This is an optimization exercise on Yosys and OpenROAD, whose aim is small area and a short achievable clock period, not a production implementation.
RTL that was checked went through simulation tests only; none was proved equivalent to the original.
The RTL of run 2 was laid out without a check of its function.

==> flow/design.v (outline; a module is shown in full before it is edited, if it fits) <==
// module rs_enc: 867 lines
// module rs_dec: 2559 lines
// module case_ecc_codec: 37 lines
module case_ecc_codec (
    input  wire         clk,
    input  wire         rst,
    input  wire         enc_valid,
    input  wire [127:0] enc_data,
    output wire         enc_out_valid,
    output wire [31:0]  enc_out_check,
    input  wire         dec_valid,
    input  wire [159:0] dec_word,
    input  wire [19:0]  dec_erase,
    output wire         dec_out_valid,
    output wire [127:0] dec_out_data,
    output wire         dec_out_corrected,
    output wire         dec_out_uncorrectable,
    output wire [4:0]   dec_out_last_dev
);
  // ...
==> flow/flow/run.sh <==
#!/bin/bash
# Standard ORFS layout (standard.sh) with two changes:
#  - the port buffers are buf_1 cells instead of the delay buffers that
#    buffer_ports picks by default (every port still gets its buffer);
#  - timing repair aims below the clock period (repair_timing's setup
#    margin), so it keeps improving the worst paths past the constraint.
bash standard.sh SETUP_SLACK_MARGIN=11.3 TNS_END_PERCENT=100 \
    "BUFFER_PORTS_ARGS=-buffer_cell sky130_fd_sc_hd__buf_1" finish > standard.log 2>&1
==> flow/standard.sh <==
#!/bin/bash
# synth_recipe.tcl (not shown) runs the flow's synth.tcl, then flattens the netlist and writes it again
# the make line also repeats each setting of config.mk as NAME=value (left out here)
make -C /OpenROAD-flow-scripts/flow DESIGN_CONFIG=/design/flow/config.mk WORK_HOME=/design/flow/orfs CLKGATE_MAP_FILE= SYNTH_SCRIPT=/design/flow/synth_recipe.tcl "${@:-finish}"
==> flow/config.mk <==
export PLATFORM = sky130hd
export DESIGN_NAME = case_ecc_codec
export DESIGN_NICKNAME = case_ecc_codec
export VERILOG_FILES = /design/flow/design.v
export SDC_FILE = /design/flow/constraint.sdc
export NUM_CORES = 4
export LEC_CHECK = 0
export CAP_MARGIN = 20
export CORE_MARGIN = 2
export CORE_UTILIZATION = 55
export CTS_BUF_LIST = sky130_fd_sc_hd__clkbuf_4 sky130_fd_sc_hd__clkbuf_8
export PLACE_DENSITY = 0.7
export SLEW_MARGIN = 20
==> flow/constraint.sdc <==
create_clock -name core_clock -period 16.0 [get_ports {clk}]
set_input_delay 3.2000 -clock core_clock [delete_from_list [all_inputs] [get_ports {clk}]]
set_output_delay 3.2000 -clock core_clock [all_outputs]
set_load 0.01 [all_outputs]
==> results_dict.tcl, run 1 <==
set metrics [dict create \
    so_faults "capacitance limit, slew limit" \
    num-fill-cells 7669 \
    postSynthCellCount 6150 \
    ys_top_cells_by_count "2496 x xnor2_1, 765 x dfxtp_1, 662 x xor2_1" \
    antenna_found_initial 15 \
    drv_slew 27 \
    hold_viol 0 \
    cp-start-kind "flip-flop" \
    num-nonclk-buffers 787 \
    setup_viol 0 \
    final-nonclk-buf-share 0.0697 \
    top_usage_layer "met2" \
    syn_area_per_cell_um2 9.03 \
    min_path_type "reg2reg" \
    numCtsBuffers 117 \
    dominant_cells "multi-input gates" \
    worstSetupPathType "reg2reg" \
    rrSetupSlack_ns 11.08 \
    n_antenna_cell 9 \
    drv_cap 3 \
    grt_max_degree 38 \
    die_w_um 322 \
    dp_slack_ns 9.08 \
    inv_count 70 \
    crit_end "u_dec.zz2[3]$_DFF_P_" \
    io_buffers 480 \
    slew_headroom -0.123 \
    ant_nets 0 \
    dr_wl_met3_um 26700 \
    synth_top_family_by_area "XOR/XNOR gates" \
    top_register "u_dec.w0" \
    status "finished with violations" \
    clock_latency_ns 0.86 \
    syn_area_mm2 0.0555 \
    remaining_drc_errors 0 \
]
==> run 2, diff against run 1 <==
--- a/flow/design.v
+++ b/flow/design.v
@@ -1642,290 +1642,281 @@
                 b1[k] = b1[k-1] | e[k-1];
                 b2[k] = b2[k-1] | (e[k-1] & b1[k-1]);
             end
             cnt3 = ((e & b2) != 20'd0) ? 2'd3 :
                    ((e & b1) != 20'd0) ? 2'd2 :
                    (e != 20'd0)        ? 2'd1 : 2'd0;
         end
     endfunction
-    reg         v0;
-    reg [159:0] w0;
-    reg [19:0]  e0r;
-    always @(posedge clk) begin
-        if (rst) v0 <= 1'b0;
-        else     v0 <= in_valid;
-        w0  <= in_word;
-        e0r <= in_erase;
-    end
     wire [7:0] s0_c, s1_c, s2_c, s3_c;
-    wire sx0 = w0[109] ^ w0[125];
-    wire sx1 = w0[22] ^ w0[50];
-    wire sx2 = w0[84] ^ w0[118];
-    wire sx3 = w0[119] ^ w0[124];
-    wire sx4 = w0[4] ^ w0[52];
-    wire sx5 = w0[11] ^ w0[64];
-    wire sx6 = w0[15] ^ w0[57];
-    wire sx7 = w0[27] ^ w0[87];
-    wire sx8 = w0[32] ^ w0[150];
-    wire sx9 = w0[46] ^ w0[158];
-    wire sx10 = w0[56] ^ w0[116];
-    wire sx11 = w0[79] ^ w0[115];
-    wire sx12 = w0[111] ^ w0[123];
-    wire sx13 = w0[10] ^ w0[58];
-    wire sx14 = w0[18] ^ w0[143];
-    wire sx15 = w0[20] ^ w0[122];
-    wire sx16 = w0[37] ^ w0[43];
-    wire sx17 = w0[38] ^ w0[126];
-    wire sx18 = w0[71] ^ w0[76];
-    wire sx19 = w0[77] ^ w0[82];
-    wire sx20 = w0[93] ^ w0[114];
-    wire sx21 = w0[99] ^ w0[120];
-    wire sx22 = w0[0] ^ w0[78];
-    wire sx23 = w0[3] ^ w0[51];
-    wire sx24 = w0[5] ^ w0[12];
-    wire sx25 = w0[6] ^ w0[121];
-    wire sx26 = w0[7] ^ w0[110];
-    wire sx27 = w0[13] ^ w0[19];
-    wire sx28 = w0[14] ^ w0[62];
-    wire sx29 = w0[21] ^ w0[117];
-    wire sx30 = w0[23] ^ w0[29];
-    wire sx31 = w0[25] ^ w0[63];
-    wire sx32 = w0[26] ^ w0[92];
-    wire sx33 = w0[30] ^ w0[36];
-    wire sx34 = w0[33] ^ w0[151];
-    wire sx35 = w0[34] ^ w0[94];
-    wire sx36 = w0[35] ^ w0[95];
-    wire sx37 = w0[41] ^ w0[101];
-    wire sx38 = w0[42] ^ w0[102];
-    wire sx39 = w0[45] ^ w0[80];
-    wire sx40 = w0[47] ^ w0[159];
-    wire sx41 = w0[48] ^ w0[108];
-    wire sx42 = w0[49] ^ w0[103];
-    wire sx43 = w0[70] ^ w0[75];
-    wire sx44 = w0[85] ^ w0[106];
-    wire sx45 = w0[86] ^ w0[107];
-    wire sx46 = w0[89] ^ w0[127];
-    wire sx47 = w0[91] ^ w0[112];
-    wire sx48 = w0[69] ^ sx0;
-    wire sx49 = w0[1] ^ w0[81];
-    wire sx50 = w0[16] ^ w0[96];
-    wire sx51 = w0[17] ^ w0[65];
-    wire sx52 = w0[24] ^ w0[72];
-    wire sx53 = w0[28] ^ w0[90];
-    wire sx54 = w0[39] ^ w0[44];
-    wire sx55 = w0[40] ^ w0[97];
-    wire sx56 = w0[55] ^ w0[104];
-    wire sx57 = w0[98] ^ w0[105];
-    wire sx58 = w0[149] ^ w0[155];
-    wire sx59 = w0[54] ^ sx5;
-    wire sx60 = w0[68] ^ sx6;
-    wire sx61 = w0[100] ^ sx11;
+    wire sx0 = in_word[109] ^ in_word[125];
+    wire sx1 = in_word[22] ^ in_word[50];
+    wire sx2 = in_word[84] ^ in_word[118];
+    wire sx3 = in_word[119] ^ in_word[124];
+    wire sx4 = in_word[4] ^ in_word[52];
+    wire sx5 = in_word[11] ^ in_word[64];
+    wire sx6 = in_word[15] ^ in_word[57];
+    wire sx7 = in_word[27] ^ in_word[87];
+    wire sx8 = in_word[32] ^ in_word[150];
+    wire sx9 = in_word[46] ^ in_word[158];
+    wire sx10 = in_word[56] ^ in_word[116];
+    wire sx11 = in_word[79] ^ in_word[115];
+    wire sx12 = in_word[111] ^ in_word[123];
+    wire sx13 = in_word[10] ^ in_word[58];
+    wire sx14 = in_word[18] ^ in_word[143];
+    wire sx15 = in_word[20] ^ in_word[122];
+    wire sx16 = in_word[37] ^ in_word[43];
+    wire sx17 = in_word[38] ^ in_word[126];
+    wire sx18 = in_word[71] ^ in_word[76];
+    wire sx19 = in_word[77] ^ in_word[82];
+    wire sx20 = in_word[93] ^ in_word[114];
+    wire sx21 = in_word[99] ^ in_word[120];
+    wire sx22 = in_word[0] ^ in_word[78];
+    wire sx23 = in_word[3] ^ in_word[51];
+    wire sx24 = in_word[5] ^ in_word[12];
+    wire sx25 = in_word[6] ^ in_word[121];
+    wire sx26 = in_word[7] ^ in_word[110];
+    wire sx27 = in_word[13] ^ in_word[19];
+    wire sx28 = in_word[14] ^ in_word[62];
+    wire sx29 = in_word[21] ^ in_word[117];
+    wire sx30 = in_word[23] ^ in_word[29];
+    wire sx31 = in_word[25] ^ in_word[63];
+    wire sx32 = in_word[26] ^ in_word[92];
+    wire sx33 = in_word[30] ^ in_word[36];
+    wire sx34 = in_word[33] ^ in_word[151];
+    wire sx35 = in_word[34] ^ in_word[94];
+    wire sx36 = in_word[35] ^ in_word[95];
+    wire sx37 = in_word[41] ^ in_word[101];
+    wire sx38 = in_word[42] ^ in_word[102];
+    wire sx39 = in_word[45] ^ in_word[80];
+    wire sx40 = in_word[47] ^ in_word[159];
+    wire sx41 = in_word[48] ^ in_word[108];
+    wire sx42 = in_word[49] ^ in_word[103];
+    wire sx43 = in_word[70] ^ in_word[75];
+    wire sx44 = in_word[85] ^ in_word[106];
+    wire sx45 = in_word[86] ^ in_word[107];
+    wire sx46 = in_word[89] ^ in_word[127];
+    wire sx47 = in_word[91] ^ in_word[112];
+    wire sx48 = in_word[69] ^ sx0;
+    wire sx49 = in_word[1] ^ in_word[81];
+    wire sx50 = in_word[16] ^ in_word[96];
+    wire sx51 = in_word[17] ^ in_word[65];
+    wire sx52 = in_word[24] ^ in_word[72];
+    wire sx53 = in_word[28] ^ in_word[90];
+    wire sx54 = in_word[39] ^ in_word[44];
+    wire sx55 = in_word[40] ^ in_word[97];
+    wire sx56 = in_word[55] ^ in_word[104];
+    wire sx57 = in_word[98] ^ in_word[105];
+    wire sx58 = in_word[149] ^ in_word[155];
+    wire sx59 = in_word[54] ^ sx5;
+    wire sx60 = in_word[68] ^ sx6;
+    wire sx61 = in_word[100] ^ sx11;
     wire sx62 = sx1 ^ sx8;
     wire sx63 = sx10 ^ sx36;
-    wire sx64 = w0[2] ^ w0[156];
-    wire sx65 = w0[53] ^ w0[74];
-    wire sx66 = w0[142] ^ w0[148];
-    wire sx67 = w0[8] ^ sx3;
-    wire sx68 = w0[31] ^ sx2;
-    wire sx69 = w0[66] ^ sx39;
-    wire sx70 = w0[67] ^ sx9;
-    wire sx71 = w0[73] ^ sx4;
-    wire sx72 = w0[113] ^ sx32;
-    wire sx73 = w0[154] ^ sx13;
-    wire sx74 = w0[157] ^ sx18;
+    wire sx64 = in_word[2] ^ in_word[156];
+    wire sx65 = in_word[53] ^ in_word[74];
+    wire sx66 = in_word[142] ^ in_word[148];
+    wire sx67 = in_word[8] ^ sx3;
+    wire sx68 = in_word[31] ^ sx2;
+    wire sx69 = in_word[66] ^ sx39;
+    wire sx70 = in_word[67] ^ sx9;
+    wire sx71 = in_word[73] ^ sx4;
+    wire sx72 = in_word[113] ^ sx32;
+    wire sx73 = in_word[154] ^ sx13;
+    wire sx74 = in_word[157] ^ sx18;
     wire sx75 = sx7 ^ sx15;
     wire sx76 = sx12 ^ sx21;
     wire sx77 = sx16 ^ sx33;
     wire sx78 = sx19 ^ sx31;
     wire sx79 = sx20 ^ sx41;
     wire sx80 = sx37 ^ sx45;
     wire sx81 = sx35 ^ sx61;
-    wire sx82 = w0[59] ^ sx14;
-    wire sx83 = w0[61] ^ sx43;
-    wire sx84 = w0[83] ^ sx29;
-    wire sx85 = w0[88] ^ sx54;
-    wire sx86 = w0[110] ^ sx17;
-    wire sx87 = w0[125] ^ sx30;
-    wire sx88 = w0[141] ^ sx46;
+    wire sx82 = in_word[59] ^ sx14;
+    wire sx83 = in_word[61] ^ sx43;
+    wire sx84 = in_word[83] ^ sx29;
+    wire sx85 = in_word[88] ^ sx54;
+    wire sx86 = in_word[110] ^ sx17;
+    wire sx87 = in_word[125] ^ sx30;
+    wire sx88 = in_word[141] ^ sx46;
     wire sx89 = sx28 ^ sx52;
     wire sx90 = sx38 ^ sx42;
     wire sx91 = sx44 ^ sx55;
     wire sx92 = sx47 ^ sx57;
     wire sx93 = sx53 ^ sx56;
     wire sx94 = sx60 ^ sx78;
-    wire sx95 = w0[9] ^ w0[153];
-    wire sx96 = w0[60] ^ w0[116];
-    wire sx97 = w0[147] ^ w0[152];
+    wire sx95 = in_word[9] ^ in_word[153];
+    wire sx96 = in_word[60] ^ in_word[116];
+    wire sx97 = in_word[147] ^ in_word[152];
     wire sx98 = sx22 ^ sx25;
     wire sx99 = sx24 ^ sx26;
     wire sx100 = sx40 ^ sx51;
     wire sx101 = sx49 ^ sx64;
-    wire sx102 = w0[146] ^ sx74;
-    wire sx103 = w0[159] ^ sx79;
+    wire sx102 = in_word[146] ^ sx74;
+    wire sx103 = in_word[159] ^ sx79;
     wire sx104 = sx2 ^ sx62;
     wire sx105 = sx27 ^ sx59;
     wire sx106 = sx34 ^ sx72;
     wire sx107 = sx63 ^ sx80;
     wire sx108 = sx65 ^ sx69;
     wire sx109 = sx66 ^ sx68;
-    wire sx110 = w0[96] ^ sx94;
+    wire sx110 = in_word[96] ^ sx94;
     wire sx111 = sx81 ^ sx91;
-    wire sx112 = w0[6] ^ w0[92];
-    wire sx113 = w0[7] ^ w0[14];
-    wire sx114 = w0[19] ^ w0[43];
-    wire sx115 = w0[22] ^ w0[86];
-    wire sx116 = w0[25] ^ w0[97];
-    wire sx117 = w0[31] ^ w0[119];
-    wire sx118 = w0[36] ^ w0[124];
-    wire sx119 = w0[41] ^ w0[105];
-    wire sx120 = w0[44] ^ w0[76];
-    wire sx121 = w0[45] ^ w0[53];
-    wire sx122 = w0[50] ^ w0[98];
-    wire sx123 = w0[51] ^ w0[58];
-    wire sx124 = w0[52] ^ w0[129];
-    wire sx125 = w0[65] ^ w0[72];
-    wire sx126 = w0[71] ^ w0[78];
-    wire sx127 = w0[75] ^ w0[115];
-    wire sx128 = w0[77] ^ w0[157];
-    wire sx129 = w0[89] ^ w0[145];
-    wire sx130 = w0[90] ^ w0[138];
-    wire sx131 = w0[100] ^ w0[156];
-    wire sx132 = w0[1] ^ sx58;
-    wire sx133 = w0[9] ^ sx1;
-    wire sx134 = w0[16] ^ sx12;
-    wire sx135 = w0[56] ^ sx23;
-    wire sx136 = w0[61] ^ sx50;
-    wire sx137 = w0[79] ^ sx20;
-    wire sx138 = w0[128] ^ sx3;
-    wire sx139 = w0[136] ^ sx0;
-    wire sx140 = w0[150] ^ sx58;
-    wire sx141 = w0[151] ^ sx19;
+    wire sx112 = in_word[6] ^ in_word[92];
+    wire sx113 = in_word[7] ^ in_word[14];
+    wire sx114 = in_word[19] ^ in_word[43];
+    wire sx115 = in_word[22] ^ in_word[86];
+    wire sx116 = in_word[25] ^ in_word[97];
+    wire sx117 = in_word[31] ^ in_word[119];
+    wire sx118 = in_word[36] ^ in_word[124];
+    wire sx119 = in_word[41] ^ in_word[105];
+    wire sx120 = in_word[44] ^ in_word[76];
+    wire sx121 = in_word[45] ^ in_word[53];
+    wire sx122 = in_word[50] ^ in_word[98];
+    wire sx123 = in_word[51] ^ in_word[58];
+    wire sx124 = in_word[52] ^ in_word[129];
+    wire sx125 = in_word[65] ^ in_word[72];
+    wire sx126 = in_word[71] ^ in_word[78];
+    wire sx127 = in_word[75] ^ in_word[115];
+    wire sx128 = in_word[77] ^ in_word[157];
+    wire sx129 = in_word[89] ^ in_word[145];
+    wire sx130 = in_word[90] ^ in_word[138];
+    wire sx131 = in_word[100] ^ in_word[156];
+    wire sx132 = in_word[1] ^ sx58;
+    wire sx133 = in_word[9] ^ sx1;
+    wire sx134 = in_word[16] ^ sx12;
+    wire sx135 = in_word[56] ^ sx23;
+    wire sx136 = in_word[61] ^ sx50;
+    wire sx137 = in_word[79] ^ sx20;
+    wire sx138 = in_word[128] ^ sx3;
+    wire sx139 = in_word[136] ^ sx0;
+    wire sx140 = in_word[150] ^ sx58;
+    wire sx141 = in_word[151] ^ sx19;
     wire sx142 = sx4 ^ sx50;
     wire sx143 = sx10 ^ sx43;
     wire sx144 = sx123 ^ sx125;
-    wire sx145 = w0[13] ^ sx75;
-    wire sx146 = w0[18] ^ sx73;
-    wire sx147 = w0[29] ^ sx48;
-    wire sx148 = w0[40] ^ sx70;
-    wire sx149 = w0[60] ^ sx87;
-    wire sx150 = w0[70] ^ sx86;
-    wire sx151 = w0[81] ^ sx85;
-    wire sx152 = w0[121] ^ sx48;
-    wire sx153 = w0[135] ^ sx84;
+    wire sx145 = in_word[13] ^ sx75;
+    wire sx146 = in_word[18] ^ sx73;
+    wire sx147 = in_word[29] ^ sx48;
+    wire sx148 = in_word[40] ^ sx70;
+    wire sx149 = in_word[60] ^ sx87;
+    wire sx150 = in_word[70] ^ sx86;
+    wire sx151 = in_word[81] ^ sx85;
+    wire sx152 = in_word[121] ^ sx48;
+    wire sx153 = in_word[135] ^ sx84;
     wire sx154 = sx7 ^ sx76;
     wire sx155 = sx14 ^ sx83;
     wire sx156 = sx22 ^ sx71;
     wire sx157 = sx63 ^ sx90;
     wire sx158 = sx67 ^ sx70;
     wire sx159 = sx67 ^ sx101;
     wire sx160 = sx77 ^ sx92;
     wire sx161 = sx88 ^ sx89;
-    wire sx162 = w0[83] ^ sx102;
+    wire sx162 = in_word[83] ^ sx102;
     wire sx163 = sx59 ^ sx104;
     wire sx164 = sx82 ^ sx105;
-    wire sx165 = w0[0] ^ w0[146];
-    wire sx166 = w0[2] ^ w0[82];
-    wire sx167 = w0[4] ^ w0[152];
-    wire sx168 = w0[5] ^ w0[17];
-    wire sx169 = w0[8] ^ w0[49];
-    wire sx170 = w0[11] ^ w0[35];
-    wire sx171 = w0[12] ^ w0[24];
-    wire sx172 = w0[12] ^ w0[84];
-    wire sx173 = w0[14] ^ w0[134];
-    wire sx174 = w0[15] ^ w0[63];
-    wire sx175 = w0[15] ^ w0[120];
-    wire sx176 = w0[19] ^ w0[23];
-    wire sx177 = w0[20] ^ w0[68];
-    wire sx178 = w0[21] ^ w0[26];
-    wire sx179 = w0[21] ^ w0[131];
-    wire sx180 = w0[26] ^ w0[74];
-    wire sx181 = w0[27] ^ w0[59];
-    wire sx182 = w0[28] ^ w0[88];
-    wire sx183 = w0[28] ^ w0[148];
-    wire sx184 = w0[30] ^ w0[102];
-    wire sx185 = w0[31] ^ w0[139];
-    wire sx186 = w0[32] ^ w0[64];
-    wire sx187 = w0[34] ^ w0[84];
-    wire sx188 = w0[37] ^ w0[95];
-    wire sx189 = w0[39] ^ w0[127];
-    wire sx190 = w0[42] ^ w0[118];
-    wire sx191 = w0[44] ^ w0[122];
-    wire sx192 = w0[46] ^ w0[67];
-    wire sx193 = w0[48] ^ w0[143];
-    wire sx194 = w0[55] ^ w0[111];
-    wire sx195 = w0[58] ^ w0[91];
-    wire sx196 = w0[62] ^ w0[132];
-    wire sx197 = w0[66] ^ w0[130];
-    wire sx198 = w0[67] ^ w0[107];
-    wire sx199 = w0[73] ^ w0[113];
-    wire sx200 = w0[80] ^ w0[144];
-    wire sx201 = w0[81] ^ w0[153];
-    wire sx202 = w0[87] ^ w0[103];
-    wire sx203 = w0[94] ^ w0[142];
-    wire sx204 = w0[101] ^ w0[115];
-    wire sx205 = w0[106] ^ w0[114];
-    wire sx206 = w0[108] ^ w0[140];
-    wire sx207 = w0[109] ^ w0[123];
-    wire sx208 = w0[112] ^ w0[120];
-    wire sx209 = w0[133] ^ w0[149];
-    wire sx210 = w0[137] ^ w0[157];
-    wire sx211 = w0[20] ^ sx32;
-    wire sx212 = w0[25] ^ sx8;
-    wire sx213 = w0[33] ^ sx119;
-    wire sx214 = w0[49] ^ sx95;
-    wire sx215 = w0[50] ^ sx13;
-    wire sx216 = w0[51] ^ sx53;
-    wire sx217 = w0[57] ^ sx16;
-    wire sx218 = w0[57] ^ sx49;
-    wire sx219 = w0[59] ^ sx24;
-    wire sx220 = w0[60] ^ sx113;
-    wire sx221 = w0[64] ^ sx26;
-    wire sx222 = w0[73] ^ sx124;
-    wire sx223 = w0[74] ^ sx30;
-    wire sx224 = w0[78] ^ sx28;
-    wire sx225 = w0[85] ^ sx34;
-    wire sx226 = w0[99] ^ sx23;
-    wire sx227 = w0[104] ^ sx52;
-    wire sx228 = w0[113] ^ sx112;
-    wire sx229 = w0[117] ^ sx15;
-    wire sx230 = w0[118] ^ sx184;
-    wire sx231 = w0[122] ^ sx27;
-    wire sx232 = w0[123] ^ sx198;
-    wire sx233 = w0[124] ^ sx6;
-    wire sx234 = w0[127] ^ sx96;
-    wire sx235 = w0[130] ^ sx40;
-    wire sx236 = w0[131] ^ sx114;
-    wire sx237 = w0[133] ^ sx182;
-    wire sx238 = w0[140] ^ sx169;
-    wire sx239 = w0[141] ^ sx29;
-    wire sx240 = w0[142] ^ sx51;
-    wire sx241 = w0[147] ^ sx34;
-    wire sx242 = w0[148] ^ sx18;
-    wire sx243 = w0[154] ^ sx25;
-    wire sx244 = w0[154] ^ sx171;
-    wire sx245 = w0[155] ^ sx127;
-    wire sx246 = w0[158] ^ sx167;
+    wire sx165 = in_word[0] ^ in_word[146];
+    wire sx166 = in_word[2] ^ in_word[82];
+    wire sx167 = in_word[4] ^ in_word[152];
+    wire sx168 = in_word[5] ^ in_word[17];
+    wire sx169 = in_word[8] ^ in_word[49];
+    wire sx170 = in_word[11] ^ in_word[35];
+    wire sx171 = in_word[12] ^ in_word[24];
+    wire sx172 = in_word[12] ^ in_word[84];
+    wire sx173 = in_word[14] ^ in_word[134];
+    wire sx174 = in_word[15] ^ in_word[63];
+    wire sx175 = in_word[15] ^ in_word[120];
+    wire sx176 = in_word[19] ^ in_word[23];
+    wire sx177 = in_word[20] ^ in_word[68];
+    wire sx178 = in_word[21] ^ in_word[26];
+    wire sx179 = in_word[21] ^ in_word[131];
+    wire sx180 = in_word[26] ^ in_word[74];
+    wire sx181 = in_word[27] ^ in_word[59];
+    wire sx182 = in_word[28] ^ in_word[88];
+    wire sx183 = in_word[28] ^ in_word[148];
+    wire sx184 = in_word[30] ^ in_word[102];
+    wire sx185 = in_word[31] ^ in_word[139];
+    wire sx186 = in_word[32] ^ in_word[64];
+    wire sx187 = in_word[34] ^ in_word[84];
+    wire sx188 = in_word[37] ^ in_word[95];
+    wire sx189 = in_word[39] ^ in_word[127];
+    wire sx190 = in_word[42] ^ in_word[118];
+    wire sx191 = in_word[44] ^ in_word[122];
+    wire sx192 = in_word[46] ^ in_word[67];
+    wire sx193 = in_word[48] ^ in_word[143];
+    wire sx194 = in_word[55] ^ in_word[111];
+    wire sx195 = in_word[58] ^ in_word[91];
+    wire sx196 = in_word[62] ^ in_word[132];
+    wire sx197 = in_word[66] ^ in_word[130];
+    wire sx198 = in_word[67] ^ in_word[107];
+    wire sx199 = in_word[73] ^ in_word[113];
+    wire sx200 = in_word[80] ^ in_word[144];
+    wire sx201 = in_word[81] ^ in_word[153];
+    wire sx202 = in_word[87] ^ in_word[103];
+    wire sx203 = in_word[94] ^ in_word[142];
+    wire sx204 = in_word[101] ^ in_word[115];
+    wire sx205 = in_word[106] ^ in_word[114];
+    wire sx206 = in_word[108] ^ in_word[140];
+    wire sx207 = in_word[109] ^ in_word[123];
+    wire sx208 = in_word[112] ^ in_word[120];
+    wire sx209 = in_word[133] ^ in_word[149];
+    wire sx210 = in_word[137] ^ in_word[157];
+    wire sx211 = in_word[20] ^ sx32;
+    wire sx212 = in_word[25] ^ sx8;
+    wire sx213 = in_word[33] ^ sx119;
+    wire sx214 = in_word[49] ^ sx95;
+    wire sx215 = in_word[50] ^ sx13;
+    wire sx216 = in_word[51] ^ sx53;
+    wire sx217 = in_word[57] ^ sx16;
+    wire sx218 = in_word[57] ^ sx49;
+    wire sx219 = in_word[59] ^ sx24;
+    wire sx220 = in_word[60] ^ sx113;
+    wire sx221 = in_word[64] ^ sx26;
+    wire sx222 = in_word[73] ^ sx124;
+    wire sx223 = in_word[74] ^ sx30;
+    wire sx224 = in_word[78] ^ sx28;
+    wire sx225 = in_word[85] ^ sx34;
+    wire sx226 = in_word[99] ^ sx23;
+    wire sx227 = in_word[104] ^ sx52;
+    wire sx228 = in_word[113] ^ sx112;
+    wire sx229 = in_word[117] ^ sx15;
+    wire sx230 = in_word[118] ^ sx184;
+    wire sx231 = in_word[122] ^ sx27;
+    wire sx232 = in_word[123] ^ sx198;
+    wire sx233 = in_word[124] ^ sx6;
+    wire sx234 = in_word[127] ^ sx96;
+    wire sx235 = in_word[130] ^ sx40;
+    wire sx236 = in_word[131] ^ sx114;
+    wire sx237 = in_word[133] ^ sx182;
+    wire sx238 = in_word[140] ^ sx169;
+    wire sx239 = in_word[141] ^ sx29;
+    wire sx240 = in_word[142] ^ sx51;
+    wire sx241 = in_word[147] ^ sx34;
+    wire sx242 = in_word[148] ^ sx18;
+    wire sx243 = in_word[154] ^ sx25;
+    wire sx244 = in_word[154] ^ sx171;
+    wire sx245 = in_word[155] ^ sx127;
+    wire sx246 = in_word[158] ^ sx167;
     wire sx247 = sx5 ^ sx9;
     wire sx248 = sx9 ^ sx115;
     wire sx249 = sx11 ^ sx97;
     wire sx250 = sx17 ^ sx126;
     wire sx251 = sx21 ^ sx35;
     wire sx252 = sx24 ^ sx27;
     wire sx253 = sx41 ^ sx44;
     wire sx254 = sx42 ^ sx47;
     wire sx255 = sx55 ^ sx165;
     wire sx256 = sx57 ^ sx187;
     wire sx257 = sx97 ^ sx201;
     wire sx258 = sx116 ^ sx129;
     wire sx259 = sx118 ^ sx183;
     wire sx260 = sx120 ^ sx131;
-    wire sx261 = w0[47] ^ sx74;
-    wire sx262 = w0[111] ^ sx144;
-    wire sx263 = w0[155] ^ sx137;
+    wire sx261 = in_word[47] ^ sx74;
+    wire sx262 = in_word[111] ^ sx144;
+    wire sx263 = in_word[155] ^ sx137;
     wire sx264 = sx3 ^ sx100;
     wire sx265 = sx23 ^ sx89;
     wire sx266 = sx33 ^ sx88;
     wire sx267 = sx38 ^ sx215;
     wire sx268 = sx46 ^ sx229;
     wire sx269 = sx56 ^ sx71;
     wire sx270 = sx60 ^ sx133;
     wire sx271 = sx62 ^ sx68;
@@ -1938,19 +1929,19 @@
     wire sx278 = sx77 ^ sx140;
     wire sx279 = sx83 ^ sx141;
     wire sx280 = sx93 ^ sx240;
     wire sx281 = sx95 ^ sx135;
     wire sx282 = sx98 ^ sx138;
     wire sx283 = sx98 ^ sx196;
     wire sx284 = sx134 ^ sx143;
     wire sx285 = sx142 ^ sx247;
-    wire sx286 = w0[90] ^ sx103;
-    wire sx287 = w0[117] ^ sx109;
-    wire sx288 = w0[144] ^ sx151;
+    wire sx286 = in_word[90] ^ sx103;
+    wire sx287 = in_word[117] ^ sx109;
+    wire sx288 = in_word[144] ^ sx151;
     wire sx289 = sx26 ^ sx159;
     wire sx290 = sx45 ^ sx152;
     wire sx291 = sx65 ^ sx81;
     wire sx292 = sx87 ^ sx150;
     wire sx293 = sx99 ^ sx155;
     wire sx294 = sx103 ^ sx220;
     wire sx295 = sx106 ^ sx148;
     wire sx296 = sx107 ^ sx122;
@@ -1962,98 +1953,98 @@
     wire sx302 = sx160 ^ sx262;
     wire sx303 = sx216 ^ sx282;
     wire sx304 = sx84 ^ sx110;
     wire sx305 = sx110 ^ sx149;
     wire sx306 = sx111 ^ sx185;
     wire sx307 = sx158 ^ sx164;
     wire sx308 = sx163 ^ sx192;
     wire sx309 = sx275 ^ sx298;
-    wire sx310 = w0[0] ^ w0[8];
-    wire sx311 = w0[40] ^ w0[48];
-    wire sx312 = w0[56] ^ w0[88];
-    wire sx313 = w0[128] ^ w0[136];
-    wire sx314 = w0[152] ^ sx50;
+    wire sx310 = in_word[0] ^ in_word[8];
+    wire sx311 = in_word[40] ^ in_word[48];
+    wire sx312 = in_word[56] ^ in_word[88];
+    wire sx313 = in_word[128] ^ in_word[136];
+    wire sx314 = in_word[152] ^ sx50;
     wire sx315 = sx186 ^ sx200;
     wire sx316 = sx208 ^ sx310;
     wire sx317 = sx311 ^ sx312;
     wire sx318 = sx313 ^ sx227;
     wire sx319 = sx314 ^ sx315;
     wire sx320 = sx316 ^ sx317;
     wire sx321 = sx318 ^ sx319;
     wire sx322 = sx320 ^ sx321;
-    wire sx323 = w0[121] ^ w0[129];
-    wire sx324 = w0[137] ^ sx51;
+    wire sx323 = in_word[121] ^ in_word[129];
+    wire sx324 = in_word[137] ^ sx51;
     wire sx325 = sx199 ^ sx323;
     wire sx326 = sx213 ^ sx214;
     wire sx327 = sx218 ^ sx258;
     wire sx328 = sx324 ^ sx325;
     wire sx329 = sx326 ^ sx327;
     wire sx330 = sx328 ^ sx329;
-    wire sx331 = w0[34] ^ w0[42];
-    wire sx332 = w0[122] ^ w0[146];
+    wire sx331 = in_word[34] ^ in_word[42];
+    wire sx332 = in_word[122] ^ in_word[146];
     wire sx333 = sx122 ^ sx130;
     wire sx334 = sx166 ^ sx180;
     wire sx335 = sx197 ^ sx205;
     wire sx336 = sx331 ^ sx332;
     wire sx337 = sx333 ^ sx334;
     wire sx338 = sx335 ^ sx336;
     wire sx339 = sx146 ^ sx337;
     wire sx340 = sx338 ^ sx339;
-    wire sx341 = w0[83] ^ w0[91];
-    wire sx342 = w0[139] ^ w0[147];
+    wire sx341 = in_word[83] ^ in_word[91];
+    wire sx342 = in_word[139] ^ in_word[147];
     wire sx343 = sx170 ^ sx181;
     wire sx344 = sx341 ^ sx342;
     wire sx345 = sx226 ^ sx232;
     wire sx346 = sx236 ^ sx245;
     wire sx347 = sx343 ^ sx344;
     wire sx348 = sx345 ^ sx346;
     wire sx349 = sx347 ^ sx348;
-    wire sx350 = w0[92] ^ w0[132];
+    wire sx350 = in_word[92] ^ in_word[132];
     wire sx351 = sx4 ^ sx96;
     wire sx352 = sx172 ^ sx177;
     wire sx353 = sx206 ^ sx350;
     wire sx354 = sx259 ^ sx260;
     wire sx355 = sx351 ^ sx352;
     wire sx356 = sx353 ^ sx354;
     wire sx357 = sx355 ^ sx356;
-    wire sx358 = w0[5] ^ w0[13];
-    wire sx359 = w0[37] ^ w0[61];
-    wire sx360 = w0[85] ^ w0[93];
-    wire sx361 = w0[101] ^ sx121;
+    wire sx358 = in_word[5] ^ in_word[13];
+    wire sx359 = in_word[37] ^ in_word[61];
+    wire sx360 = in_word[85] ^ in_word[93];
+    wire sx361 = in_word[101] ^ sx121;
     wire sx362 = sx128 ^ sx209;
     wire sx363 = sx358 ^ sx359;
     wire sx364 = sx360 ^ sx239;
     wire sx365 = sx361 ^ sx362;
     wire sx366 = sx363 ^ sx147;
     wire sx367 = sx364 ^ sx365;
     wire sx368 = sx366 ^ sx367;
-    wire sx369 = w0[6] ^ w0[54];
-    wire sx370 = w0[134] ^ w0[150];
+    wire sx369 = in_word[6] ^ in_word[54];
+    wire sx370 = in_word[134] ^ in_word[150];
     wire sx371 = sx203 ^ sx369;
     wire sx372 = sx370 ^ sx224;
     wire sx373 = sx230 ^ sx248;
     wire sx374 = sx371 ^ sx150;
     wire sx375 = sx372 ^ sx373;
     wire sx376 = sx374 ^ sx375;
-    wire sx377 = w0[7] ^ w0[23];
-    wire sx378 = w0[71] ^ w0[79];
-    wire sx379 = w0[95] ^ w0[135];
-    wire sx380 = w0[143] ^ w0[151];
+    wire sx377 = in_word[7] ^ in_word[23];
+    wire sx378 = in_word[71] ^ in_word[79];
+    wire sx379 = in_word[95] ^ in_word[135];
+    wire sx380 = in_word[143] ^ in_word[151];
     wire sx381 = sx40 ^ sx117;
     wire sx382 = sx174 ^ sx189;
     wire sx383 = sx194 ^ sx202;
     wire sx384 = sx377 ^ sx378;
     wire sx385 = sx379 ^ sx380;
     wire sx386 = sx381 ^ sx382;
     wire sx387 = sx383 ^ sx384;
     wire sx388 = sx385 ^ sx386;
     wire sx389 = sx387 ^ sx388;
-    wire sx390 = w0[94] ^ w0[108];
-    wire sx391 = w0[117] ^ sx5;
+    wire sx390 = in_word[94] ^ in_word[108];
+    wire sx391 = in_word[117] ^ sx5;
     wire sx392 = sx6 ^ sx31;
     wire sx393 = sx128 ^ sx191;
     wire sx394 = sx202 ^ sx204;
     wire sx395 = sx390 ^ sx71;
     wire sx396 = sx138 ^ sx391;
     wire sx397 = sx392 ^ sx393;
     wire sx398 = sx394 ^ sx271;
     wire sx399 = sx273 ^ sx395;
@@ -2070,80 +2061,80 @@
     wire sx410 = sx405 ^ sx406;
     wire sx411 = sx108 ^ sx151;
     wire sx412 = sx277 ^ sx407;
     wire sx413 = sx408 ^ sx409;
     wire sx414 = sx410 ^ sx295;
     wire sx415 = sx411 ^ sx412;
     wire sx416 = sx413 ^ sx414;
     wire sx417 = sx415 ^ sx416;
-    wire sx418 = w0[4] ^ sx25;
+    wire sx418 = in_word[4] ^ sx25;
     wire sx419 = sx46 ^ sx210;
     wire sx420 = sx79 ^ sx80;
     wire sx421 = sx235 ^ sx418;
     wire sx422 = sx419 ^ sx145;
     wire sx423 = sx155 ^ sx420;
     wire sx424 = sx421 ^ sx288;
     wire sx425 = sx291 ^ sx302;
     wire sx426 = sx422 ^ sx423;
     wire sx427 = sx305 ^ sx308;
     wire sx428 = sx424 ^ sx425;
     wire sx429 = sx426 ^ sx427;
     wire sx430 = sx428 ^ sx429;
-    wire sx431 = w0[138] ^ sx118;
+    wire sx431 = in_word[138] ^ sx118;
     wire sx432 = sx129 ^ sx76;
     wire sx433 = sx91 ^ sx92;
     wire sx434 = sx93 ^ sx224;
     wire sx435 = sx236 ^ sx246;
     wire sx436 = sx431 ^ sx106;
     wire sx437 = sx147 ^ sx157;
     wire sx438 = sx261 ^ sx432;
     wire sx439 = sx433 ^ sx434;
     wire sx440 = sx435 ^ sx163;
     wire sx441 = sx293 ^ sx436;
     wire sx442 = sx437 ^ sx438;
     wire sx443 = sx439 ^ sx304;
     wire sx444 = sx440 ^ sx441;
     wire sx445 = sx442 ^ sx443;
     wire sx446 = sx444 ^ sx445;
-    wire sx447 = w0[11] ^ w0[38];
-    wire sx448 = w0[69] ^ w0[153];
-    wire sx449 = w0[158] ^ sx21;
+    wire sx447 = in_word[11] ^ in_word[38];
+    wire sx448 = in_word[69] ^ in_word[153];
+    wire sx449 = in_word[158] ^ sx21;
     wire sx450 = sx447 ^ sx448;
     wire sx451 = sx80 ^ sx212;
     wire sx452 = sx449 ^ sx450;
     wire sx453 = sx106 ^ sx269;
     wire sx454 = sx273 ^ sx276;
     wire sx455 = sx283 ^ sx451;
     wire sx456 = sx452 ^ sx162;
     wire sx457 = sx286 ^ sx453;
     wire sx458 = sx454 ^ sx455;
     wire sx459 = sx306 ^ sx456;
     wire sx460 = sx457 ^ sx458;
     wire sx461 = sx459 ^ sx460;
-    wire sx462 = w0[39] ^ w0[63];
-    wire sx463 = w0[70] ^ w0[77];
-    wire sx464 = w0[84] ^ sx38;
+    wire sx462 = in_word[39] ^ in_word[63];
+    wire sx463 = in_word[70] ^ in_word[77];
+    wire sx464 = in_word[84] ^ sx38;
     wire sx465 = sx49 ^ sx178;
     wire sx466 = sx207 ^ sx462;
     wire sx467 = sx463 ^ sx92;
     wire sx468 = sx237 ^ sx238;
     wire sx469 = sx241 ^ sx243;
     wire sx470 = sx464 ^ sx465;
     wire sx471 = sx466 ^ sx107;
     wire sx472 = sx148 ^ sx276;
     wire sx473 = sx467 ^ sx468;
     wire sx474 = sx469 ^ sx470;
     wire sx475 = sx291 ^ sx294;
     wire sx476 = sx471 ^ sx472;
     wire sx477 = sx473 ^ sx474;
     wire sx478 = sx475 ^ sx476;
     wire sx479 = sx477 ^ sx478;
-    wire sx480 = w0[29] ^ w0[43];
-    wire sx481 = w0[54] ^ w0[89];
+    wire sx480 = in_word[29] ^ in_word[43];
+    wire sx481 = in_word[54] ^ in_word[89];
     wire sx482 = sx37 ^ sx40;
     wire sx483 = sx126 ^ sx166;
     wire sx484 = sx173 ^ sx207;
     wire sx485 = sx480 ^ sx481;
     wire sx486 = sx136 ^ sx228;
     wire sx487 = sx239 ^ sx245;
     wire sx488 = sx251 ^ sx253;
     wire sx489 = sx259 ^ sx482;
@@ -2151,98 +2142,98 @@
     wire sx491 = sx485 ^ sx145;
     wire sx492 = sx270 ^ sx486;
     wire sx493 = sx487 ^ sx488;
     wire sx494 = sx489 ^ sx490;
     wire sx495 = sx301 ^ sx491;
     wire sx496 = sx492 ^ sx493;
     wire sx497 = sx494 ^ sx495;
     wire sx498 = sx496 ^ sx497;
-    wire sx499 = w0[97] ^ w0[118];
-    wire sx500 = w0[149] ^ sx1;
+    wire sx499 = in_word[97] ^ in_word[118];
+    wire sx500 = in_word[149] ^ sx1;
     wire sx501 = sx12 ^ sx13;
     wire sx502 = sx30 ^ sx499;
     wire sx503 = sx77 ^ sx137;
     wire sx504 = sx260 ^ sx500;
     wire sx505 = sx501 ^ sx502;
     wire sx506 = sx265 ^ sx280;
     wire sx507 = sx503 ^ sx504;
     wire sx508 = sx505 ^ sx290;
     wire sx509 = sx299 ^ sx301;
     wire sx510 = sx506 ^ sx507;
     wire sx511 = sx508 ^ sx509;
     wire sx512 = sx510 ^ sx511;
-    wire sx513 = w0[22] ^ w0[24];
+    wire sx513 = in_word[22] ^ in_word[24];
     wire sx514 = sx0 ^ sx121;
     wire sx515 = sx189 ^ sx513;
     wire sx516 = sx100 ^ sx217;
     wire sx517 = sx219 ^ sx254;
     wire sx518 = sx514 ^ sx515;
     wire sx519 = sx109 ^ sx146;
     wire sx520 = sx285 ^ sx516;
     wire sx521 = sx517 ^ sx518;
     wire sx522 = sx111 ^ sx303;
     wire sx523 = sx519 ^ sx520;
     wire sx524 = sx521 ^ sx522;
     wire sx525 = sx523 ^ sx524;
-    wire sx526 = w0[46] ^ w0[53];
-    wire sx527 = w0[66] ^ w0[79];
-    wire sx528 = w0[85] ^ w0[119];
+    wire sx526 = in_word[46] ^ in_word[53];
+    wire sx527 = in_word[66] ^ in_word[79];
+    wire sx528 = in_word[85] ^ in_word[119];
     wire sx529 = sx17 ^ sx116;
     wire sx530 = sx124 ^ sx191;
     wire sx531 = sx195 ^ sx526;
     wire sx532 = sx527 ^ sx528;
     wire sx533 = sx99 ^ sx100;
     wire sx534 = sx132 ^ sx227;
     wire sx535 = sx228 ^ sx529;
     wire sx536 = sx530 ^ sx531;
     wire sx537 = sx532 ^ sx149;
     wire sx538 = sx533 ^ sx534;
     wire sx539 = sx535 ^ sx536;
     wire sx540 = sx164 ^ sx296;
     wire sx541 = sx537 ^ sx538;
     wire sx542 = sx539 ^ sx540;
     wire sx543 = sx541 ^ sx542;
-    wire sx544 = w0[72] ^ w0[87];
-    wire sx545 = w0[121] ^ w0[126];
+    wire sx544 = in_word[72] ^ in_word[87];
+    wire sx545 = in_word[121] ^ in_word[126];
     wire sx546 = sx64 ^ sx115;
     wire sx547 = sx168 ^ sx197;
     wire sx548 = sx544 ^ sx545;
     wire sx549 = sx90 ^ sx211;
     wire sx550 = sx212 ^ sx546;
     wire sx551 = sx547 ^ sx548;
     wire sx552 = sx105 ^ sx158;
     wire sx553 = sx160 ^ sx277;
     wire sx554 = sx549 ^ sx550;
     wire sx555 = sx551 ^ sx111;
     wire sx556 = sx287 ^ sx294;
     wire sx557 = sx552 ^ sx553;
     wire sx558 = sx554 ^ sx309;
     wire sx559 = sx555 ^ sx556;
     wire sx560 = sx557 ^ sx558;
     wire sx561 = sx559 ^ sx560;
-    wire sx562 = w0[93] ^ w0[143];
+    wire sx562 = in_word[93] ^ in_word[143];
     wire sx563 = sx28 ^ sx39;
     wire sx564 = sx54 ^ sx179;
     wire sx565 = sx186 ^ sx210;
     wire sx566 = sx562 ^ sx75;
     wire sx567 = sx132 ^ sx223;
     wire sx568 = sx226 ^ sx256;
     wire sx569 = sx563 ^ sx564;
     wire sx570 = sx565 ^ sx107;
     wire sx571 = sx270 ^ sx272;
     wire sx572 = sx566 ^ sx567;
     wire sx573 = sx568 ^ sx569;
     wire sx574 = sx295 ^ sx570;
     wire sx575 = sx571 ^ sx572;
     wire sx576 = sx573 ^ sx309;
     wire sx577 = sx574 ^ sx575;
     wire sx578 = sx576 ^ sx577;
-    wire sx579 = w0[35] ^ w0[68];
-    wire sx580 = w0[96] ^ sx14;
+    wire sx579 = in_word[35] ^ in_word[68];
+    wire sx580 = in_word[96] ^ sx14;
     wire sx581 = sx29 ^ sx127;
     wire sx582 = sx130 ^ sx174;
     wire sx583 = sx200 ^ sx579;
     wire sx584 = sx48 ^ sx79;
     wire sx585 = sx90 ^ sx213;
     wire sx586 = sx223 ^ sx244;
     wire sx587 = sx580 ^ sx581;
     wire sx588 = sx582 ^ sx583;
@@ -2250,95 +2241,95 @@
     wire sx590 = sx159 ^ sx278;
     wire sx591 = sx283 ^ sx584;
     wire sx592 = sx585 ^ sx586;
     wire sx593 = sx587 ^ sx588;
     wire sx594 = sx589 ^ sx590;
     wire sx595 = sx591 ^ sx592;
     wire sx596 = sx593 ^ sx594;
     wire sx597 = sx595 ^ sx596;
-    wire sx598 = w0[3] ^ w0[82];
-    wire sx599 = w0[145] ^ w0[151];
-    wire sx600 = w0[157] ^ sx17;
+    wire sx598 = in_word[3] ^ in_word[82];
+    wire sx599 = in_word[145] ^ in_word[151];
+    wire sx600 = in_word[157] ^ sx17;
     wire sx601 = sx31 ^ sx120;
     wire sx602 = sx190 ^ sx193;
     wire sx603 = sx598 ^ sx599;
     wire sx604 = sx133 ^ sx143;
     wire sx605 = sx231 ^ sx237;
     wire sx606 = sx254 ^ sx600;
     wire sx607 = sx601 ^ sx602;
     wire sx608 = sx603 ^ sx152;
     wire sx609 = sx278 ^ sx604;
     wire sx610 = sx605 ^ sx606;
     wire sx611 = sx607 ^ sx289;
     wire sx612 = sx608 ^ sx609;
     wire sx613 = sx610 ^ sx306;
     wire sx614 = sx611 ^ sx612;
     wire sx615 = sx613 ^ sx614;
-    wire sx616 = w0[9] ^ w0[10];
-    wire sx617 = w0[45] ^ w0[104];
+    wire sx616 = in_word[9] ^ in_word[10];
+    wire sx617 = in_word[45] ^ in_word[104];
     wire sx618 = sx8 ^ sx23;
     wire sx619 = sx64 ^ sx117;
     wire sx620 = sx173 ^ sx616;
     wire sx621 = sx617 ^ sx134;
     wire sx622 = sx141 ^ sx217;
     wire sx623 = sx238 ^ sx246;
     wire sx624 = sx618 ^ sx619;
     wire sx625 = sx620 ^ sx268;
     wire sx626 = sx274 ^ sx621;
     wire sx627 = sx622 ^ sx623;
     wire sx628 = sx624 ^ sx162;
     wire sx629 = sx292 ^ sx296;
     wire sx630 = sx625 ^ sx626;
     wire sx631 = sx627 ^ sx628;
     wire sx632 = sx629 ^ sx630;
     wire sx633 = sx631 ^ sx632;
-    wire sx634 = w0[45] ^ w0[105];
+    wire sx634 = in_word[45] ^ in_word[105];
     wire sx635 = sx2 ^ sx54;
     wire sx636 = sx128 ^ sx168;
     wire sx637 = sx634 ^ sx241;
     wire sx638 = sx250 ^ sx635;
     wire sx639 = sx636 ^ sx267;
     wire sx640 = sx281 ^ sx285;
     wire sx641 = sx637 ^ sx638;
     wire sx642 = sx286 ^ sx299;
     wire sx643 = sx300 ^ sx639;
     wire sx644 = sx640 ^ sx641;
     wire sx645 = sx642 ^ sx643;
     wire sx646 = sx644 ^ sx645;
-    wire sx647 = w0[88] ^ w0[98];
-    wire sx648 = w0[109] ^ w0[126];
+    wire sx647 = in_word[88] ^ in_word[98];
+    wire sx648 = in_word[109] ^ in_word[126];
     wire sx649 = sx39 ^ sx176;
     wire sx650 = sx178 ^ sx181;
     wire sx651 = sx647 ^ sx648;
     wire sx652 = sx101 ^ sx225;
     wire sx653 = sx649 ^ sx650;
     wire sx654 = sx651 ^ sx161;
     wire sx655 = sx263 ^ sx284;
     wire sx656 = sx652 ^ sx653;
     wire sx657 = sx162 ^ sx303;
     wire sx658 = sx654 ^ sx655;
     wire sx659 = sx656 ^ sx308;
     wire sx660 = sx657 ^ sx658;
     wire sx661 = sx659 ^ sx660;
-    wire sx662 = w0[27] ^ w0[32];
-    wire sx663 = w0[91] ^ sx172;
+    wire sx662 = in_word[27] ^ in_word[32];
+    wire sx663 = in_word[91] ^ sx172;
     wire sx664 = sx662 ^ sx135;
     wire sx665 = sx222 ^ sx225;
     wire sx666 = sx248 ^ sx249;
     wire sx667 = sx251 ^ sx663;
     wire sx668 = sx261 ^ sx268;
     wire sx669 = sx280 ^ sx664;
     wire sx670 = sx665 ^ sx666;
     wire sx671 = sx667 ^ sx289;
     wire sx672 = sx668 ^ sx669;
     wire sx673 = sx670 ^ sx305;
     wire sx674 = sx671 ^ sx672;
     wire sx675 = sx673 ^ sx674;
-    wire sx676 = w0[30] ^ w0[86];
+    wire sx676 = in_word[30] ^ in_word[86];
     wire sx677 = sx7 ^ sx36;
     wire sx678 = sx112 ^ sx131;
     wire sx679 = sx195 ^ sx676;
     wire sx680 = sx62 ^ sx142;
     wire sx681 = sx218 ^ sx235;
     wire sx682 = sx242 ^ sx255;
     wire sx683 = sx256 ^ sx677;
     wire sx684 = sx678 ^ sx679;
@@ -2347,17 +2338,17 @@
     wire sx687 = sx680 ^ sx681;
     wire sx688 = sx682 ^ sx683;
     wire sx689 = sx684 ^ sx297;
     wire sx690 = sx685 ^ sx686;
     wire sx691 = sx687 ^ sx688;
     wire sx692 = sx307 ^ sx689;
     wire sx693 = sx690 ^ sx691;
     wire sx694 = sx692 ^ sx693;
-    wire sx695 = w0[9] ^ w0[16];
+    wire sx695 = in_word[9] ^ in_word[16];
     wire sx696 = sx25 ^ sx37;
     wire sx697 = sx58 ^ sx96;
     wire sx698 = sx121 ^ sx170;
     wire sx699 = sx179 ^ sx203;
     wire sx700 = sx205 ^ sx695;
     wire sx701 = sx73 ^ sx99;
     wire sx702 = sx139 ^ sx211;
     wire sx703 = sx249 ^ sx255;
@@ -2368,35 +2359,35 @@
     wire sx708 = sx271 ^ sx701;
     wire sx709 = sx702 ^ sx703;
     wire sx710 = sx704 ^ sx705;
     wire sx711 = sx300 ^ sx706;
     wire sx712 = sx707 ^ sx708;
     wire sx713 = sx709 ^ sx710;
     wire sx714 = sx711 ^ sx712;
     wire sx715 = sx713 ^ sx714;
-    wire sx716 = w0[2] ^ w0[17];
-    wire sx717 = w0[36] ^ w0[114];
-    wire sx718 = w0[132] ^ w0[137];
+    wire sx716 = in_word[2] ^ in_word[17];
+    wire sx717 = in_word[36] ^ in_word[114];
+    wire sx718 = in_word[132] ^ in_word[137];
     wire sx719 = sx119 ^ sx188;
     wire sx720 = sx208 ^ sx716;
     wire sx721 = sx717 ^ sx718;
     wire sx722 = sx48 ^ sx61;
     wire sx723 = sx231 ^ sx232;
     wire sx724 = sx257 ^ sx719;
     wire sx725 = sx720 ^ sx721;
     wire sx726 = sx102 ^ sx267;
     wire sx727 = sx722 ^ sx723;
     wire sx728 = sx724 ^ sx725;
     wire sx729 = sx287 ^ sx293;
     wire sx730 = sx297 ^ sx726;
     wire sx731 = sx727 ^ sx728;
     wire sx732 = sx729 ^ sx730;
     wire sx733 = sx731 ^ sx732;
-    wire sx734 = w0[80] ^ w0[103];
+    wire sx734 = in_word[80] ^ in_word[103];
     wire sx735 = sx16 ^ sx18;
     wire sx736 = sx130 ^ sx175;
     wire sx737 = sx177 ^ sx190;
     wire sx738 = sx199 ^ sx204;
     wire sx739 = sx209 ^ sx734;
     wire sx740 = sx78 ^ sx243;
     wire sx741 = sx253 ^ sx257;
     wire sx742 = sx735 ^ sx736;
@@ -2404,19 +2395,19 @@
     wire sx744 = sx739 ^ sx265;
     wire sx745 = sx272 ^ sx284;
     wire sx746 = sx740 ^ sx741;
     wire sx747 = sx742 ^ sx743;
     wire sx748 = sx744 ^ sx745;
     wire sx749 = sx746 ^ sx747;
     wire sx750 = sx307 ^ sx748;
     wire sx751 = sx749 ^ sx750;
-    wire sx752 = w0[38] ^ w0[102];
-    wire sx753 = w0[114] ^ w0[134];
-    wire sx754 = w0[139] ^ sx15;
+    wire sx752 = in_word[38] ^ in_word[102];
+    wire sx753 = in_word[114] ^ in_word[134];
+    wire sx754 = in_word[139] ^ sx15;
     wire sx755 = sx47 ^ sx113;
     wire sx756 = sx114 ^ sx180;
     wire sx757 = sx193 ^ sx194;
     wire sx758 = sx752 ^ sx753;
     wire sx759 = sx140 ^ sx214;
     wire sx760 = sx234 ^ sx242;
     wire sx761 = sx244 ^ sx754;
     wire sx762 = sx755 ^ sx756;
@@ -2425,20 +2416,20 @@
     wire sx765 = sx759 ^ sx760;
     wire sx766 = sx761 ^ sx762;
     wire sx767 = sx763 ^ sx288;
     wire sx768 = sx290 ^ sx764;
     wire sx769 = sx765 ^ sx766;
     wire sx770 = sx304 ^ sx767;
     wire sx771 = sx768 ^ sx769;
     wire sx772 = sx770 ^ sx771;
-    wire sx773 = w0[5] ^ w0[69];
-    wire sx774 = w0[110] ^ w0[123];
-    wire sx775 = w0[125] ^ w0[126];
-    wire sx776 = w0[156] ^ sx11;
+    wire sx773 = in_word[5] ^ in_word[69];
+    wire sx774 = in_word[110] ^ in_word[123];
+    wire sx775 = in_word[125] ^ in_word[126];
+    wire sx776 = in_word[156] ^ sx11;
     wire sx777 = sx22 ^ sx42;
     wire sx778 = sx175 ^ sx206;
     wire sx779 = sx773 ^ sx774;
     wire sx780 = sx775 ^ sx132;
     wire sx781 = sx258 ^ sx776;
     wire sx782 = sx777 ^ sx778;
     wire sx783 = sx779 ^ sx104;
     wire sx784 = sx108 ^ sx145;
@@ -2479,70 +2470,67 @@
     assign s3_c[2] = sx694;
     assign s3_c[3] = sx715;
     assign s3_c[4] = sx733;
     assign s3_c[5] = sx751;
     assign s3_c[6] = sx772;
     assign s3_c[7] = sx792;
     reg       e0;           
     reg [7:0] xa, xa2;      
-    reg [7:0] m1, m2, m3, m4;
     always @(*) begin
-        e0  = (e0r == 20'd0);
+        e0  = (in_erase == 20'd0);
         xa  = 8'h00;
         xa2 = 8'h00;
         for (j = 19; j >= 0; j = j - 1)
-            if (e0r[j]) begin
+            if (in_erase[j]) begin
                 xa  = dev_x(j);
                 xa2 = gf_sq(dev_x(j));
             end
-        m1 = gf_mul(s0_c, e0 ? s2_c : xa);     
-        m2 = gf_mul(s1_c, e0 ? s3_c : xa);     
-        m3 = gf_mul(s2_c, e0 ? s1_c : xa);     
-        m4 = gf_mul(s0_c, e0 ? s3_c : xa2);    
     end
     reg         v1;
     reg [127:0] data1;
     reg [19:0]  e1;
-    reg [7:0]   s0_1, s1_1, s2_1, s3_1, m1_1, m2_1, m3_1, m4_1;
+    reg [7:0]   s0_1, s1_1, s2_1, s3_1, xa1, xa2_1;
     reg         e0_1;
     reg [1:0]   ecnt1;
     always @(posedge clk) begin
         if (rst) v1 <= 1'b0;
-        else     v1 <= v0;
-        data1 <= w0[127:0];
-        e1    <= e0r;
-        ecnt1 <= cnt3(e0r);
+        else     v1 <= in_valid;
+        data1 <= in_word[127:0];
+        e1    <= in_erase;
+        ecnt1 <= cnt3(in_erase);
         e0_1  <= e0;
         s0_1  <= s0_c;
         s1_1  <= s1_c;
         s2_1  <= s2_c;
         s3_1  <= s3_c;
-        m1_1  <= m1;
-        m2_1  <= m2;
-        m3_1  <= m3;
-        m4_1  <= m4;
+        xa1   <= xa;
+        xa2_1 <= xa2;
     end
-    reg [7:0]  t0, t1, t2, dd, pp, qq, ax;
+    reg [7:0]  m1, m2, m3, m4, t0, t1, t2, dd, pp, qq, ax;
     reg [3:0]  nx;
     reg [19:0] hita_c, hitb_c;
     reg        tzero_c, t0nz_c, chka_c, dnz_c;
     wire [159:0] ca, cb;
     always @(*) begin
-        dd = gf_sq(s1_1) ^ m1_1;
-        qq = gf_sq(s2_1) ^ m2_1;
-        pp = m3_1 ^ m4_1;
-        t0 = s1_1 ^ (e0_1 ? 8'h00 : m1_1);
-        t1 = s2_1 ^ (e0_1 ? 8'h00 : m2_1);
-        t2 = s3_1 ^ (e0_1 ? 8'h00 : m3_1);
+        m1 = gf_mul(s0_1, e0_1 ? s2_1 : xa1);     
+        m2 = gf_mul(s1_1, e0_1 ? s3_1 : xa1);     
+        m3 = gf_mul(s2_1, e0_1 ? s1_1 : xa1);     
+        m4 = gf_mul(s0_1, e0_1 ? s3_1 : xa2_1);   
+        dd = gf_sq(s1_1) ^ m1;
+        qq = gf_sq(s2_1) ^ m2;
+        pp = m3 ^ m4;
+        t0 = s1_1 ^ (e0_1 ? 8'h00 : m1);
+        t1 = s2_1 ^ (e0_1 ? 8'h00 : m2);
+        t2 = s3_1 ^ (e0_1 ? 8'h00 : m3);
         tzero_c = (t0 == 8'h00) && (t1 == 8'h00) && (t2 == 8'h00);
         t0nz_c  = (t0 != 8'h00);
         chka_c  = (gf_mul(t0, t2) == gf_sq(t1));
         dnz_c   = (dd != 8'h00);
-        ax = to_tower(m4_1 ^ (e0_1 ? m3_1 : s2_1));
+        ax = to_tower(m4 ^ (e0_1 ? m3 : s2_1));
         nx = inv16(t_norm(ax));
     end
     wire cax0 = t0[6] ^ t0[7];
     wire cax1 = t0[4] ^ t0[5];
     wire cax2 = t0[2] ^ t0[3];
     wire cax3 = t0[0] ^ t0[1];
     wire cax4 = t0[1] ^ cax0;
     wire cax5 = t0[6] ^ cax1;
@@ -3534,35 +3522,37 @@
             hita_c[j] = (ca[8*j +: 8] == 8'h00);    
             hitb_c[j] = (cb[8*j +: 8] == 8'h00);    
         end
     end
     reg         v2;
     reg [127:0] data2;
     reg [19:0]  e2, hit2;
     reg [1:0]   ecnt2;
-    reg [7:0]   s0_2, s1_2, zz2;
+    reg [7:0]   s0_2, s1_2, pz2;
+    reg [3:0]   nx2;
     reg         useb2, tzero2, t0nz2, chka2;
     always @(posedge clk) begin
         if (rst) v2 <= 1'b0;
         else     v2 <= v1;
         data2  <= data1;
         e2     <= e1;
         ecnt2  <= ecnt1;
         useb2  <= e0_1 && dnz_c;
         hit2   <= (e0_1 && dnz_c) ? hitb_c : hita_c;
         s0_2   <= s0_1;
         s1_2   <= s1_1;
-        zz2    <= to_poly(t_scale(nx, t_mul(to_tower(e0_1 ? dd : t0), t_conj(ax))));
+        nx2    <= nx;
+        pz2    <= t_mul(to_tower(e0_1 ? dd : t0), t_conj(ax));
         tzero2 <= tzero_c;
         t0nz2  <= t0nz_c;
         chka2  <= chka_c;
     end
     reg        f0, ok, corr, szero;
-    reg [7:0]  gg, hh;
+    reg [7:0]  zz, gg, hh;
     reg [19:0] bel, bele, mm, fixed;
     reg [4:0]  last;
     reg [127:0] data_c;
     wire [127:0] cs;    
     wire csx0 = gg[4] ^ gg[5];
     wire csx1 = gg[6] ^ gg[7];
     wire csx2 = gg[2] ^ gg[3];
     wire csx3 = gg[0] ^ gg[1];
@@ -3762,18 +3752,19 @@
     always @(*) begin
         f0 = (ecnt2 == 2'd0);
         bel  = 20'd0;
         bele = 20'd0;
         for (j = 1; j < 20; j = j + 1) begin
             bel[j]  = bel[j-1] | hit2[j-1];
             bele[j] = bele[j-1] | e2[j-1];
         end
-        gg = gf_mul(s0_2, zz2);
-        hh = gf_mul(s1_2, zz2) ^ s0_2;
+        zz = to_poly(t_scale(nx2, pz2));
+        gg = gf_mul(s0_2, zz);
+        hh = gf_mul(s1_2, zz) ^ s0_2;
         szero = tzero2 && (s0_2 == 8'h00);
         case (ecnt2)
             2'd0: ok = useb2 ? ((hit2 & bel) != 20'd0)    
                              : (szero || (t0nz2 && chka2 && (hit2 != 20'd0)));
             2'd1: ok = tzero2 || (t0nz2 && chka2 && ((hit2 & ~e2) != 20'd0));
             2'd2: ok = tzero2 || (t0nz2 && chka2 && ((hit2 & e2 & bele) != 20'd0));
             default: ok = 1'b0;
         endcase
==> flow/flow/run.sh (replaced) <==
#!/bin/bash
# Standard ORFS layout (standard.sh) with two changes:
#  - the port buffers are buf_2 cells instead of the delay buffers that
#    buffer_ports picks by default (every port still gets its buffer);
#  - timing repair aims below the clock period (repair_timing's setup
#    margin), so it keeps improving the worst paths past the constraint.
bash standard.sh SETUP_SLACK_MARGIN=11.3 TNS_END_PERCENT=100 \
    "BUFFER_PORTS_ARGS=-buffer_cell sky130_fd_sc_hd__buf_2" finish > standard.log 2>&1
==> flow/config.mk (replaced) <==
export PLATFORM = sky130hd
export DESIGN_NAME = case_ecc_codec
export DESIGN_NICKNAME = case_ecc_codec
export VERILOG_FILES = /design/flow/design.v
export SDC_FILE = /design/flow/constraint.sdc
export NUM_CORES = 4
export LEC_CHECK = 0
export CAP_MARGIN = 20
export CORE_MARGIN = 2
export CORE_UTILIZATION = 45
export SLEW_MARGIN = 20
==> run 2 against run 1 <==
Now clean on timing, DRC and antenna. Synthesized cell count down 5.5%. Non-clock buffer count up 417. Area after synthesis down 6.2%. Final area up 5.8%. Count of clock-buffer cells in the layout down 89.
==> results_dict.tcl, run 2 <==
set metrics [dict create \
    io_buffers 480 \
    synth.area.top_cells "xnor2_1 38%, dfxtp_1 22%, xor2_1 13%" \
    fin_setup_tns_ns 0 \
    synth_ff_type "dfxtp_1" \
    remaining_drc_errors 0 \
    cts-root-buf "clkbuf_16" \
    final_nets 7166 \
    grt_use_total 0.404 \
    netlist.top_cell.by_area "xnor2_1" \
    final_cells 8407 \
    drv_slew 0 \
    yosysWarnings 2 \
    worst_pin_slew_ns 1.19 \
    yosysMostFrequentCell "xnor2_1" \
    rsz0062_at_grt "true" \
    initial_utilization 0.455 \
    async_flop_share 0 \
    ant_nets 0 \
    stdcell_area_mm2 0.0736 \
    numCtsBuffers 60 \
    finalWirelength_um 254000 \
    synthAdderAreaFrac 0.00462 \
    fp.coreArea_mm2 0.115 \
    cts_sinks 569 \
    dp_cells 7682 \
    fin_ws_ns 10.83 \
    min_period_ns 5.17 \
    first_global_vias 44907 \
    place_congestion 1.05 \
    path_clk_slew_ns 0.07 \
    die-area_mm2 0.118 \
    crit_required_ns 16.53 \
    antenna_found_initial 13 \
    drive_gt1_frac 0.335 \
    slew_headroom 0.209 \
    worstSetupPathType "reg2reg" \
    status "timing/DRC/antenna clean" \
    ctsHoldBuffers 0 \
    synth_compound_area_frac 0.0740 \
    reg.largest.list "u_dec.data1 (128), u_dec.data2 (128), u_dec.out_data (128)" \
    hold_ws_ns 0.322 \
    vias 48139 \
    fmax_mhz 193 \
    drv_cap 0 \
    drt_iter0_drc 6197 \
    fin_util 0.642 \
    die_y_um 344 \
    synth-seq-cells 569 \
    clock_latency_ns 0.74 \
    arrival_ns 5.70 \
    cts_tree "done" \
    syn_to_final_growth_pct 41.3 \
    grt_max_degree 33 \
    synthSimpleGateAreaFrac 0.0900 \
    synth_mux_area_frac 0.0196 \
    min_path_type "reg2reg" \
    hpwl_um 190000 \
    clock_skew_ns 0.0691 \
    vias_per_cell 5.73 \
    synth_top_cell_area_share 0.383 \
    ys_types 84 \
    synth_top_family_by_area "XOR/XNOR gates" \
    setup_viol 0 \
    num-fill-cells 9146 \
    yosysSeqAreaShare 0.219 \
    htreeDepth 2 \
    overflow 0 \
    synth.net_count 6137 \
    hold_viol 0 \
    layout_common_cells "1879 x xnor2_1, 645 x xor2_1, 541 x dfxtp_1, 534 x buf_4, 470 x buf_2" \
    drtPass1Iterations 8 \
    critPathMaxFanout 7 \
    cp-start-kind "flip-flop" \
    ff2ff_path_depth 22 \
    syn_area_per_cell_um2 8.96 \
    timing.final.crit_share 0.323 \
    placed_area_mm2 0.0584 \
    syn_area_mm2 0.0520 \
    ys_top_cells_by_count "2275 x xnor2_1, 798 x xor2_1, 569 x dfxtp_1" \
    hold_depth 0 \
    mostFrequentLayoutCell "xnor2_1" \
    end_kind "flip-flop" \
    die_w_um 344 \
    postSynthCellCount 5809 \
    dp_slack_ns 9.24 \
    rows 124 \
    synth-xor-area-share 0.571 \
    wl_per_cell_um 30.2 \
    synth_edf_count 0 \
    io_pins 481 \
    clk_path_buf_depth 3 \
    grt_first_pass_wirelength_um 340000 \
]
==> run 2: cell count changes after synthesis, moves of 39 or more <==
cell	delta
clkbuf_1	-45
xnor2_1	-221
nand2_1	-66
dfxtp_1	-196
a211oi_1	+108
a21oi_1	-39
nor2_1	+74
xnor3_1	+45
nand3_1	-134
xor2_1	+136
==> run 2: final timing paths <==
path,startpoint,end,slack [ns]
worst max-delay path,u_dec.e0_1$_DFF_P_,u_dec.nx2[0]$_DFF_P_,10.83
worst min-delay path,u_dec.data1[14]$_DFF_P_,u_dec.data2[14]$_DFF_P_,0.32
worst max register to register,u_dec.e0_1$_DFF_P_,u_dec.nx2[0]$_DFF_P_,10.83
worst min register to register,u_dec.data1[14]$_DFF_P_,u_dec.data2[14]$_DFF_P_,0.32
==> run 2: logic make-up after synthesis <==
family | after synthesis
flip-flops | 569
buffers and inverters | 292
multiplexers | 96
AND/OR/NAND/NOR | 1037
adder cells (fa/ha/maj) | 20
XOR/XNOR | 3204
AO/OA/AOI/OAI | 591
==> run 2: critical path: stages (launching register included) <==
cell      delay [ns]
dfxtp_4         0.41
buf_12          0.16
buf_16          0.14
buf_6           0.11
mux2i_4         0.35
nor2_2          0.10
xnor2_2         0.17
xnor2_2         0.26
xnor2_4         0.13
a21o_1          0.20
xor3_2          0.47
xor2_4          0.19
buf_12          0.15
buf_6           0.14
nand2_1         0.09
o221ai_1        0.15
a222oi_1        0.46
xnor2_1         0.18
xnor2_2         0.27
inv_2           0.09
ha_4            0.28
inv_2           0.03
mux4_2          0.47
==> run 2: metal layers <==
layer,track usage,part of all wire,vias to the layer above
met1,0.520,0.38,23225
met2,0.619,0.44,3151
met5,0,0.00050,-
met3,0.0935,0.10,863
met4,0.236,0.074,18
li1,-,-,20882
==> run 2: what timing repair did <==
| action | CTS | global route |
|---|---|---|
| gates cloned | 16 | 10 |
| pin swaps | 192 | 291 |
| gates resized for setup | 665 | 532 |
| endpoints found under the setup margin | 220 | 208 |
| setup buffers | 295 | 285 |
==> run 2: final cells by class <==
class | instances | area [um^2] | area share
Clock buffer | 81 | 1680 | 0.0228
Timing Repair Buffer | 1204 | 9680 | 0.132
Sequential cell | 569 | 11400 | 0.156
Multi-Input combinational cell | 4953 | 48200 | 0.656
Antenna cell | 5 | 12.5 | 0.000170
Inverter | 50 | 200 | 0.00272
Tap cell | 1512 | 1890 | 0.0257
Clock inverter | 33 | 415 | 0.00565

re-timing with driven ports:
No port has a modelled driver above. Below, the same layouts with a new extraction and two added sets of constraints.
Step 1 assumes that a clkbuf_16 drives the clock port and a buf_2 every other input.
Step 2 times the ports against the registers' clock, not the clock port: input delays grow and output delays shrink by t, the midpoint of the rising clock arrivals with the driver on.
Slacks: ideal ports / drivers / drivers and shift; pairs: ideal ports / drivers.
| run | shift t [ns] | slack for setup (ns) | clock arrival spread, ns |
|---|---|---|---|
| run 1 | 0.895 | 11.084 / 11.084 / 10.365 | 0.087 / 0.087 |
| run 2 | 0.784 | 10.832 / 10.832 / 10.496 | 0.073 / 0.074 |
For run 1, which loses most, drivers alone change the setup slack by 0.000 ns; drivers and shift together by -0.719 ns.
